From an optimization exercise on the open Yosys and OpenROAD flow, aimed at small area and a short achievable clock period; shortcuts taken in it are not production practice. No run shown here included a check of the RTL's function; only the layout flow was run.

==> flow/design.v (outline; a module is shown in full before it is edited, if it fits) <==
// module line_decoder: 1694 lines
// module ld_a211oi_1: 3 lines
// module ld_a21boi_0: 3 lines
// module ld_a21o_1: 3 lines
// module ld_a21oi_1: 3 lines
// module ld_a22oi_1: 3 lines
// module ld_a31oi_1: 3 lines
// module ld_a32oi_1: 3 lines
// module ld_and2_0: 3 lines
// module ld_and3_1: 3 lines
// module ld_and4_1: 3 lines
// module ld_inv_1: 3 lines
// module ld_nand2_1: 3 lines
// module ld_nand2b_1: 3 lines
// module ld_nand3_1: 3 lines
// module ld_nand3b_1: 3 lines
// module ld_nand4_1: 3 lines
// module ld_nor2_1: 3 lines
// module ld_nor2b_1: 3 lines
// module ld_nor3_1: 3 lines
// module ld_nor4_1: 3 lines
// module ld_o21ai_0: 3 lines
// module ld_o22ai_1: 3 lines
// module ld_o311ai_0: 3 lines
// module ld_o41ai_1: 3 lines
// module ld_or2_0: 3 lines
// module ld_xnor2_1: 3 lines
// module ld_xor2_1: 3 lines
module line_decoder (
    input  wire         clk,
    input  wire         rst,
    input  wire         in_valid,
    input  wire [144:0] in_code,
    output reg          out_valid,
    output reg  [127:0] out_data,
    output reg  [16:0]  out_check,
    output reg  [1:0]   out_status
);
  // ...
==> flow/flow/run.sh <==
#!/bin/bash
# Standard ORFS layout (the standard.sh), with the port buffers made from
# the smallest plain buffer instead of the default delay-buffer cell.
set -euo pipefail
bash standard.sh "BUFFER_PORTS_ARGS=-buffer_cell sky130_fd_sc_hd__buf_1" finish > standard.log 2>&1
==> flow/standard.sh <==
#!/bin/bash
# synth_recipe.tcl (not shown) runs the flow's synth.tcl, then flattens the netlist and writes it again
# the make line also repeats each setting of config.mk as NAME=value (left out here)
make -C /OpenROAD-flow-scripts/flow DESIGN_CONFIG=/design/flow/config.mk WORK_HOME=/design/flow/orfs CLKGATE_MAP_FILE= SYNTH_SCRIPT=/design/flow/synth_recipe.tcl "${@:-finish}"
==> flow/config.mk <==
export PLATFORM = sky130hd
export DESIGN_NAME = line_decoder
export DESIGN_NICKNAME = line_decoder
export VERILOG_FILES = /design/flow/design.v
export SDC_FILE = /design/flow/constraint.sdc
export NUM_CORES = 4
export LEC_CHECK = 0
export CAP_MARGIN = 40
export CORE_MARGIN = 2
export CORE_UTILIZATION = 55
export CTS_BUF_LIST = sky130_fd_sc_hd__clkbuf_16
export CTS_CLUSTER_DIAMETER = 100
export CTS_CLUSTER_SIZE = 27
export SLEW_MARGIN = 30
export SYNTH_HIERARCHICAL = 1
==> flow/constraint.sdc <==
create_clock -name core_clock -period 40.0 [get_ports {clk}]
set_input_delay 8.0000 -clock core_clock [delete_from_list [all_inputs] [get_ports {clk}]]
set_output_delay 8.0000 -clock core_clock [all_outputs]
set_load 0.01 [all_outputs]
==> Implementation_results.wiki, run 1 <==
{| class="wikitable"
! Metric !! Value
|-
| First-pass GRT wire length || between 90 and 100 mm
|-
| Path length in cells of the critical path || 1
|-
| Synth Register Bits || around 460
|-
| Net count after synthesis || 2109
|-
| Post-synthesis share of cell area spent on xor and xnor gates || a little over a third
|-
| Final cycle utilization of the critical path || a little under a quarter
|-
| Combinational family with the most area after synthesis || XOR/XNOR gates
|-
| Multi-input logic area || between 0.01 and 0.015 sq mm
|-
| Crit path largest cell delay || between 300 and 400 ps
|-
| Worst reg2reg path depth || 31
|-
| Family with the most delay on the worst path || flip-flops
|-
| Clock root buffer || clkbuf_16
|-
| Starting density of the core || 55.9%
|-
| Clock Network Area Fraction || under 10%
|-
| Top routing layer in use || met5
|-
| Filler cell count in the final layout || 3057
|-
| Type of the worst min-delay path || flop to flop
|-
| Layout overhead on the synthesized area || 13.6%
|-
| Synth area leaders || dfxtp_1, xor2_1, xnor2_1
|-
| Result of the run || no timing/DRC/antenna violations
|-
| Met1 WL || approximately 28 mm
|-
| Count leader, synth || xor2_1
|-
| Post-route ant nets || 0
|-
| Ratio of cells with drive above 1 in the final layout || roughly 4.5%
|-
| Warnings, synthesis || 7
|-
| Number of global-route vias before repair || 15481
|-
| CP cell instances || buf_1
|-
| Count of pins on the block boundary || a little under 300
|}
==> run 2: changes to the inputs <==
==> flow/flow/run.sh (replaced) <==
#!/bin/bash
# Standard ORFS layout (the standard.sh) with two changes:
#  - port buffers use the smallest plain buffer (buf_1) instead of the default delay cell;
#  - clock tree synthesis without dummy load cells.
set -euo pipefail
bash standard.sh \
  "BUFFER_PORTS_ARGS=-buffer_cell sky130_fd_sc_hd__buf_1" \
  "CTS_ARGS=-sink_clustering_enable -repair_clock_nets -dont_use_dummy_load -sink_clustering_size 24 -sink_clustering_max_diameter 80 -buf_list sky130_fd_sc_hd__clkbuf_16" \
  finish > standard.log 2>&1
==> flow/config.mk (replaced) <==
export PLATFORM = sky130hd
export DESIGN_NAME = line_decoder
export DESIGN_NICKNAME = line_decoder
export VERILOG_FILES = /design/flow/design.v
export SDC_FILE = /design/flow/constraint.sdc
export NUM_CORES = 4
export LEC_CHECK = 0
export CAP_MARGIN = 10
export CORE_MARGIN = 2
export CORE_UTILIZATION = 55
export CTS_BUF_LIST = sky130_fd_sc_hd__clkbuf_16
export CTS_CLUSTER_DIAMETER = 80
export CTS_CLUSTER_SIZE = 24
export SLEW_MARGIN = 10
export SYNTH_HIERARCHICAL = 1
==> run 2 against run 1 <==
Still clean. Count of clock-buffer cells in the layout increased by 5. Die area unchanged. Worst setup slack got worse by 18 ps. Critical path depth unchanged. Via count increased by 0.50%. Non-clock buffer count decreased by 26. First-iteration DRC count decreased by 0.53%. Critical path type unchanged. Largest cell class unchanged.
==> Implementation_results.wiki, run 2 <==
{| class="wikitable"
! Metric !! Value
|-
| CP cell instances || buf_1
|-
| Row count || 69
|-
| Cell area after synthesis || 0.0199 sq mm
|-
| Total detailed-routing wirelength || just under 70 mm
|-
| Port bufs || 295
|-
| Critical path launch point type || flop
|-
| Post-route ant nets || 0 (unchanged)
|-
| GRT Residual Overflow || 0
|-
| Synth Register Bits || 462 (unchanged)
|-
| Average wire length per cell after detail routing || 24.7 microns
|-
| HP Start || r_code[114]
|-
| Clock buffer count from CTS || 26
|-
| Routability cong. || approximately 1.0
|-
| Hold Buf Count CTS || 0
|-
| Number of enable-type register cells in the synthesized netlist || 0
|-
| Clock root buffer || clkbuf_16
|-
| Number of diodes added for antenna fixing || 0
|-
| Warnings, synthesis || 7 (unchanged)
|-
| Flip-flop cell with the highest count after synthesis || dfxtp_1
|-
| GRT Util Overall || 35.0%
|-
| Count leader, synth || xor2_1
|-
| Critical-path maximum fanout || 1
|-
| Worst Tran Pin Value || 1310 ps
|-
| Cell with the biggest individual delay on the critical path || dfxtp_1
|-
| Die Area || ~0.038 sq mm
|-
| Final-report setup violation count || 0
|-
| Post-Synthesis Mean Instance Area || about 10 sq um
|-
| Commonest non-fill, non-tap cells in the layout || xor2_1, dfxtp_1, buf_1, nor2_1, nand2_1
|-
| Total of cells resized after clock tree synthesis || 0
|-
| Net count after synthesis || 2109 (unchanged)
|-
| Distinct cell type count after synthesis || 29
|-
| Crit path capture type || primary output
|-
| Worst-case clock skew || 78.8 ps
|-
| Filler cell count in the final layout || 3052 (-0.16%)
|-
| # Post-CTS Setup Buffers || 0
|-
| Synth top cells by count || xor2_1, dfxtp_1, nor2_1
|-
| Total number of vias || between 15000 and 20000
|-
| Crit path largest cell delay || 360 ps (about the same)
|-
| CTS max path bufs || 3
|-
| Max transition margin || 12.2%
|-
| Pin count of the biggest net entering global routing || 80
|-
| TritonCTS clock tree || done
|-
| Core Footprint || 0.0356 sq mm
|-
| Number of iterations in the first detailed-routing pass || 12
|-
| Standard cell area after detailed placement || about 0.022 sq mm
|-
| Pre-CTS setup slack || around 32000 ps
|-
| Endpoint of the worst hold path || m_data[114]
|-
| Buffering stage count on the worst path with inverters included || 1
|-
| Seq/Total Area, Yosys || ~47%
|-
| Share of flip-flops with an asynchronous set or reset after synthesis || 0%
|-
| Family with the most delay on the worst path || flip-flops
|-
| Achievable frequency || between 100 and 150 MHz
|-
| Category of the critical setup timing path || flop to primary output
|-
| Final cycle utilization of the critical path || 22.8% (+0.045 points)
|-
| Number of global-route vias before repair || 15326 (-1.0%)
|-
| Setup TNS || 0 ps
|-
| Share of the synthesized area in the top cell type || between 40% and 50%
|-
| Worst-skew pair later-pin latency || between 500 and 600 ps
|-
| Worst Slack Setup Final || just over 30000 ps
|-
| First-pass GRT wire length || 98.2 mm (about the same)
|-
| Data required time at the worst endpoint || 32000 ps
|-
| Number of cells on the worst hold path || 0
|-
| Ratio of cells with drive above 1 in the final layout || 3.47% (-1.1 points)
|-
| Worst reg2reg path depth || 29 (-6.5%)
|-
| Total half-perimeter wirelength after legalization and detailed placement || around 52 mm
|-
| Minimum clock period after layout || about 9100 ps
|-
| Fin cells || around 2800
|-
| Post-route design area || approximately 0.022 sq mm
|-
| Result of the run || no timing/DRC/antenna violations
|-
| Commonest non-fill, non-tap cell in the layout || xor2_1
|-
| Number of nets at the end of the flow || 2454
|-
| Height of the chip || ~190 microns
|-
| Number of placed cells counting well taps || roughly 2700
|-
| Number of pins with negative max-slew slack in the final report || 0
|-
| Via-to-Cell Ratio || around 5.7
|-
| Synth area leaders || dfxtp_1, xor2_1, xnor2_1
|-
| Iteration-0 DRC count of the detailed router || about 1900
|-
| Maximum level of the CTS H-tree || 1
|-
| Die Width || between 150 and 200 microns
|-
| Drc violations || 0
|-
| Data arrival, critical path || between 1000 and 1500 ps
|-
| Setup repair after global routing missed its margin || false
|-
| Count of pins on the block boundary || 296 (unchanged)
|-
| Final Hold Violating Endpoints || 0
|-
| Max Cap Violations || 0
|-
| Clock Sink Count || about 460
|-
| Type of the worst min-delay path || flop to flop
|-
| Clock-pin slew reported for the worst setup and hold paths after clock tree synthesis || about 90 ps
|-
| Critical R2R Capture || out_data[55]
|-
| Largest registers || m_data x145, r_code x145, out_data x128
|-
| Reg2Reg Setup Slack || 31410 ps
|-
| Origin of the critical flop-to-flop path || m_nv[2]
|-
| Layout overhead on the synthesized area || 12.6%
|-
| Largest area contributor in the netlist || dfxtp_1
|-
| Initial antenna violation count || 3
|-
| Starting density of the core || 55.9% (unchanged)
|-
| Post-Synthesis Cells || approximately 2000
|}
run 2: kinds of logic (layout without fill, tap and decap cells):
group | Yosys count | count (layout) | share of synthesized area (%)
buffers and inverters | 25 | 368 | 0.472
AOI/OAI and AO/OA | 209 | 209 | 6.94
and+or+nand+nor | 453 | 453 | 10.3
DFF | 462 | 462 | 46.5
xor gates and xnor gates | 812 | 812 | 35.8
run 2: how the worst max path moves through the flow:
stage,start,endpoint,slack [ps],depth (start not counted)
after floorplan,m_nv[2],out_check[0],29720,22
after global placement,out_data[84],out_data[84],31520,1
after detailed placement,out_data[84],out_data[84],31520,1
after CTS,out_data[84],out_data[84],30900,1
after global routing,m_nv[2],out_data[55],30720,30
final,out_data[84],out_data[84],30890,1
run 2: cell type report:
type | instances | area, sq um | area share [%]
Inverter | 25 | 93.8 | 0.419
Timing Repair Buffer | 317 | 1270 | 5.68
Tap cell | 461 | 577 | 2.58
Clock buffer | 26 | 651 | 2.91
Multi-Input combinational cell | 1474 | 10500 | 47.1
Sequential cell | 462 | 9250 | 41.3
run 2: modules after synthesis (local to each module, per instance), a selection:
module	cells	flip-flops and latches	cell area [sq um]
ld_nor3_1	1	0	10.0
ld_a22oi_1	1	0	12.5
ld_a32oi_1	1	0	8.76
ld_or2_0	1	0	6.26
ld_nor2_1	1	0	3.75
ld_nor2b_1	1	0	13.8
ld_o41ai_1	1	0	16.3
ld_and4_1	1	0	8.76
ld_nand3b_1	1	0	7.51
ld_o21ai_0	1	0	5.00
run 2: metrics by stage:
step                      hold WS [ps]  util, %
after floorplan                    349        -
after global placement             354     61.1
after detailed placement           357     61.1
after CTS                          360     62.9
after global routing               364     62.9
final                              349     62.9
run 2: metal layers:
| layer | track usage, % | routed length (microns) |
|---|---|---|
| met5 | 0 | 17 |
| met1 | 47.5 | 27900 |
| met4 | 13.2 | 3110 |
| met3 | 8.75 | 7720 |
| met2 | 54.0 | 29600 |
==> run 3: changes to the inputs <==
==> flow/flow/run.sh (replaced) <==
#!/bin/bash
# Standard ORFS layout (the standard.sh) with two changes:
#  - port buffers use the smallest plain buffer (buf_1) instead of the default delay cell;
#  - clock tree synthesis without dummy load cells.
set -euo pipefail
bash standard.sh \
  "BUFFER_PORTS_ARGS=-buffer_cell sky130_fd_sc_hd__buf_1" \
  "CTS_ARGS=-sink_clustering_enable -repair_clock_nets -dont_use_dummy_load -sink_clustering_size 16 -sink_clustering_max_diameter 60 -buf_list sky130_fd_sc_hd__clkbuf_8" \
  finish > standard.log 2>&1
==> flow/config.mk (replaced) <==
export PLATFORM = sky130hd
export DESIGN_NAME = line_decoder
export DESIGN_NICKNAME = line_decoder
export VERILOG_FILES = /design/flow/design.v
export SDC_FILE = /design/flow/constraint.sdc
export NUM_CORES = 4
export LEC_CHECK = 0
export CAP_MARGIN = 40
export CORE_MARGIN = 2
export CORE_UTILIZATION = 55
export CTS_BUF_LIST = sky130_fd_sc_hd__clkbuf_8
export CTS_CLUSTER_DIAMETER = 60
export CTS_CLUSTER_SIZE = 16
export SLEW_MARGIN = 30
export SYNTH_HIERARCHICAL = 1
==> run 3 against run 2 <==
Critical path depth did not move. Count of clock-buffer cells in the layout rose by 13. Utilization is 0.53 points higher. Synthesized cell count did not move. Design area up 0.84%. Clock skew down 19 ps. Synthesized area unchanged. Fmax decreased by 0.45%. Largest cell class unchanged.
==> Implementation_results.wiki, run 3 <==
{| class="wikitable"
! Metric !! Value
|-
| Distinct cell type count after synthesis || 29 (unchanged)
|-
| Max Cap Violations || 0 (unchanged)
|-
| Largest area contributor in the netlist || dfxtp_1
|-
| Minimum clock period after layout || 9150 ps (+41.1 ps)
|-
| Synth top cells by count || xor2_1, dfxtp_1, nor2_1
|-
| Met2 wire length || 29.1 mm (-1.6%)
|-
| Top routing layer in use || met4
|-
| Final-report setup violation count || 0 (unchanged)
|-
| Number of pins with negative max-slew slack in the final report || 0 (unchanged)
|-
| Cell with the biggest individual delay on the critical path || dfxtp_1
|-
| Family with the most delay on the worst path || flip-flops
|-
| Origin of the critical flop-to-flop path || r_code[139]
|-
| Number of global-route vias before repair || 15597 (+1.8%)
|-
| Count of pins on the block boundary || 296 (unchanged)
|-
| Share of flip-flops with an asynchronous set or reset after synthesis || 0% (unchanged)
|-
| Count leader, synth || xor2_1
|-
| Flip-flop cell with the highest count after synthesis || dfxtp_1
|-
| GRT Residual Overflow || 0 (unchanged)
|-
| Cell area after synthesis || 0.0199 sq mm (unchanged)
|-
| Commonest non-fill, non-tap cells in the layout || xor2_1, dfxtp_1, buf_1, nor2_1, nand2_1
|-
| Final cycle utilization of the critical path || 22.9% (+0.10 points)
|-
| Pin count of the biggest net entering global routing || 80 (unchanged)
|-
| Crit path largest cell delay || 360 ps (about the same)
|-
| Total half-perimeter wirelength after legalization and detailed placement || 52.8 mm (+2.4%)
|-
| Core Footprint || 0.0356 sq mm (unchanged)
|-
| Total detailed-routing wirelength || 68.6 mm (+0.30%)
|-
| Reg2Reg Setup Slack || 31680 ps (+270 ps)
|-
| Critical-path maximum fanout || 1 (unchanged)
|-
| Initial antenna violation count || 1 (-2)
|-
| Commonest non-fill, non-tap cell in the layout || xor2_1
|-
| Category of the critical setup timing path || flop to primary output
|-
| Final Hold Violating Endpoints || 0 (unchanged)
|-
| Seq/Total Area, Yosys || 46.5% (unchanged)
|-
| Total number of vias || 15855 (+0.39%)
|-
| Total of cells resized after clock tree synthesis || 0 (unchanged)
|-
| Row count || 69 (unchanged)
|-
| Met3 wire len || 7.93 mm (+2.7%)
|-
| Via-to-Cell Ratio || 5.65 (-1.1%)
|-
| Post-route ant nets || 0 (unchanged)
|-
| Achievable frequency || 109 MHz (-0.45%)
|-
| Average wire length per cell after detail routing || 24.4 microns (-1.2%)
|-
| Routability cong. || 1.02 (unchanged)
|-
| Number of iterations in the first detailed-routing pass || 9 (-3)
|-
| Post-Synthesis Mean Instance Area || 10.1 sq um (unchanged)
|-
| Clock root buffer || clkbuf_8
|-
| HP Start || r_code[2]
|-
| Clock Sink Count || 462 (unchanged)
|-
| Pre-CTS setup slack || 31520 ps (-1.20 ps)
|-
| Met1 WL || 28.0 mm (+0.43%)
|-
| Crit path capture type || primary output
|-
| Buffering stage count on the worst path with inverters included || 1 (unchanged)
|-
| Setup TNS || 0 ps (unchanged)
|-
| Synth Register Bits || 462 (unchanged)
|-
| Worst Tran Pin Value || 978 ps (-336 ps)
|-
| Drc violations || 0 (unchanged)
|-
| Net count after synthesis || 2109 (unchanged)
|-
| CTS max path bufs || 3 (unchanged)
|-
| Number of enable-type register cells in the synthesized netlist || 0 (unchanged)
|-
| Critical path launch point type || flop
|-
| Data arrival, critical path || 1150 ps (+40 ps)
|-
| Max transition margin || 34.6% (+22 points)
|-
| Synth area leaders || dfxtp_1, xor2_1, xnor2_1
|-
| Number of nets at the end of the flow || 2494 (+1.6%)
|-
| Data required time at the worst endpoint || 32000 ps (about the same)
|-
| Die Width || 194 microns (unchanged)
|-
| Clock buffer count from CTS || 39 (+50%)
|-
| CP cell instances || buf_1
|-
| Layout overhead on the synthesized area || 13.6%
|-
| # Post-CTS Setup Buffers || 0 (unchanged)
|-
| Largest registers || m_data x145, r_code x145, out_data x128
|-
| Worst-skew pair later-pin latency || 620 ps (+30 ps)
|-
| Ratio of cells with drive above 1 in the final layout || 5.16% (+1.7 points)
|-
| Post-Synthesis Cells || 1961 (unchanged)
|-
| Starting density of the core || 55.9% (unchanged)
|-
| Port bufs || 295 (unchanged)
|-
| Maximum level of the CTS H-tree || 2 (+1)
|-
| Setup repair after global routing missed its margin || false
|-
| Worst Slack Setup Final || 30850 ps (-41.1 ps)
|-
| Warnings, synthesis || 7 (unchanged)
|-
| Worst-case clock skew || 59.3 ps (-19.5 ps)
|-
| Die Area || 0.0377 sq mm (unchanged)
|-
| Height of the chip || 194 microns (unchanged)
|-
| Iteration-0 DRC count of the detailed router || 1877 (+0.21%)
|-
| Type of the worst min-delay path || flop to flop
|-
| Result of the run || no timing/DRC/antenna violations
|-
| First-pass GRT wire length || 98.7 mm (+0.47%)
|-
| Share of the synthesized area in the top cell type || 46.5% (unchanged)
|-
| Filler cell count in the final layout || 3051 (-0.033%)
|-
| Hold Buf Count CTS || 0 (unchanged)
|-
| TritonCTS clock tree || done
|-
| Worst setup path start || out_data[84]
|-
| GRT Util Overall || 35.3% (+0.31 points)
|-
| Clock-pin slew reported for the worst setup and hold paths after clock tree synthesis || 110 ps (+20 ps)
|}
==> run 3: final timing paths <==
check	to	depth (start not counted)
hold / removal	m_data[2]	0
setup reg to reg	m_e[2]	26
setup / recovery	out_data[84]	1
hold reg to reg	m_data[2]	0
==> run 3: metal layers <==
layer	vias up	global-route usage, %
met5	-	0
met4	0	14.3
met3	251	11.6
met2	994	54.0
met1	7388	46.2
li1	7222	-
==> run 3: cell families (layout without fill, tap and decap cells) <==
group	after synthesis	count (layout)	share of synthesized area, %
flops	462	462	46.5
buf+inv	25	408	0.472
other cells	0	1	0
xor+xnor	812	812	35.8
compound gates	209	209	6.94
simple gates	453	453	10.3
==> run 3: area by class of cell <==
cell class	instances	area, sq um	share of cell area [%]
Clock buffer	39	537	2.38
Tap cell	461	577	2.56
Inverter	25	93.8	0.416
Timing Repair Buffer	344	1570	6.93
Multi-Input combinational cell	1474	10600	46.7
Sequential cell	462	9250	41.0
Antenna cell	1	2.50	0.0111
==> run 3: metrics by stage <==
step | hold slack (ps) | utilization, % | std cells | area, sq um
2_1_floorplan | 349 | - | 1961 | 19900
3_3_place_gp | 354 | 61.1 | 2739 | 21700
3_5_place_dp | 362 | 61.6 | 2757 | 21900
4_1_cts | 337 | 63.1 | 2796 | 22500
5_1_grt | 350 | 63.5 | 2805 | 22600
6_report | 340 | 63.5 | 2806 | 22600
==> run 3: modules after synthesis (local to each module, per instance), a selection <==
module       cell area (sq um)  times used
ld_a211oi_1               12.5           3
ld_xnor2_1                8.76         165
ld_nor4_1                 12.5           5
ld_nor2b_1                13.8           1
ld_inv_1                  3.75          25
ld_o41ai_1                16.3           2
ld_and2_0                 6.26           2
ld_o311ai_0               8.76           2

## afterwards: timing with drivers on the ports
How much do the figures lean on ideal ports? The routed layouts below were timed once more, with nothing changed but the port constraints. Step 1: set_driving_cell puts a clkbuf_16 on clk and a buf_2 on each other input, an assumption about the parent block. Step 2 moves the port delays by t, midway between the first and last clock arrival at a register: inputs arrive t later, outputs are due t later. That takes back most of the time a late clock gives input paths. a / b / c = ideal / step 1 / step 2; a / b = the first two.
run	shift t [ns]	slack for setup (ns)	worst hold slack (ns)	clock arrival spread, ns
run 1	0.606	30.913 / 30.854 / 31.460	0.365 / 0.365 / 0.365	0.031 / 0.032
run 2	0.605	30.895 / 30.837 / 31.411	0.349 / 0.349 / 0.349	0.079 / 0.079
run 3	0.655	30.854 / 30.803 / 31.459	0.340 / 0.340 / 0.340	0.093 / 0.093
After both steps setup and hold are still met in every run listed.
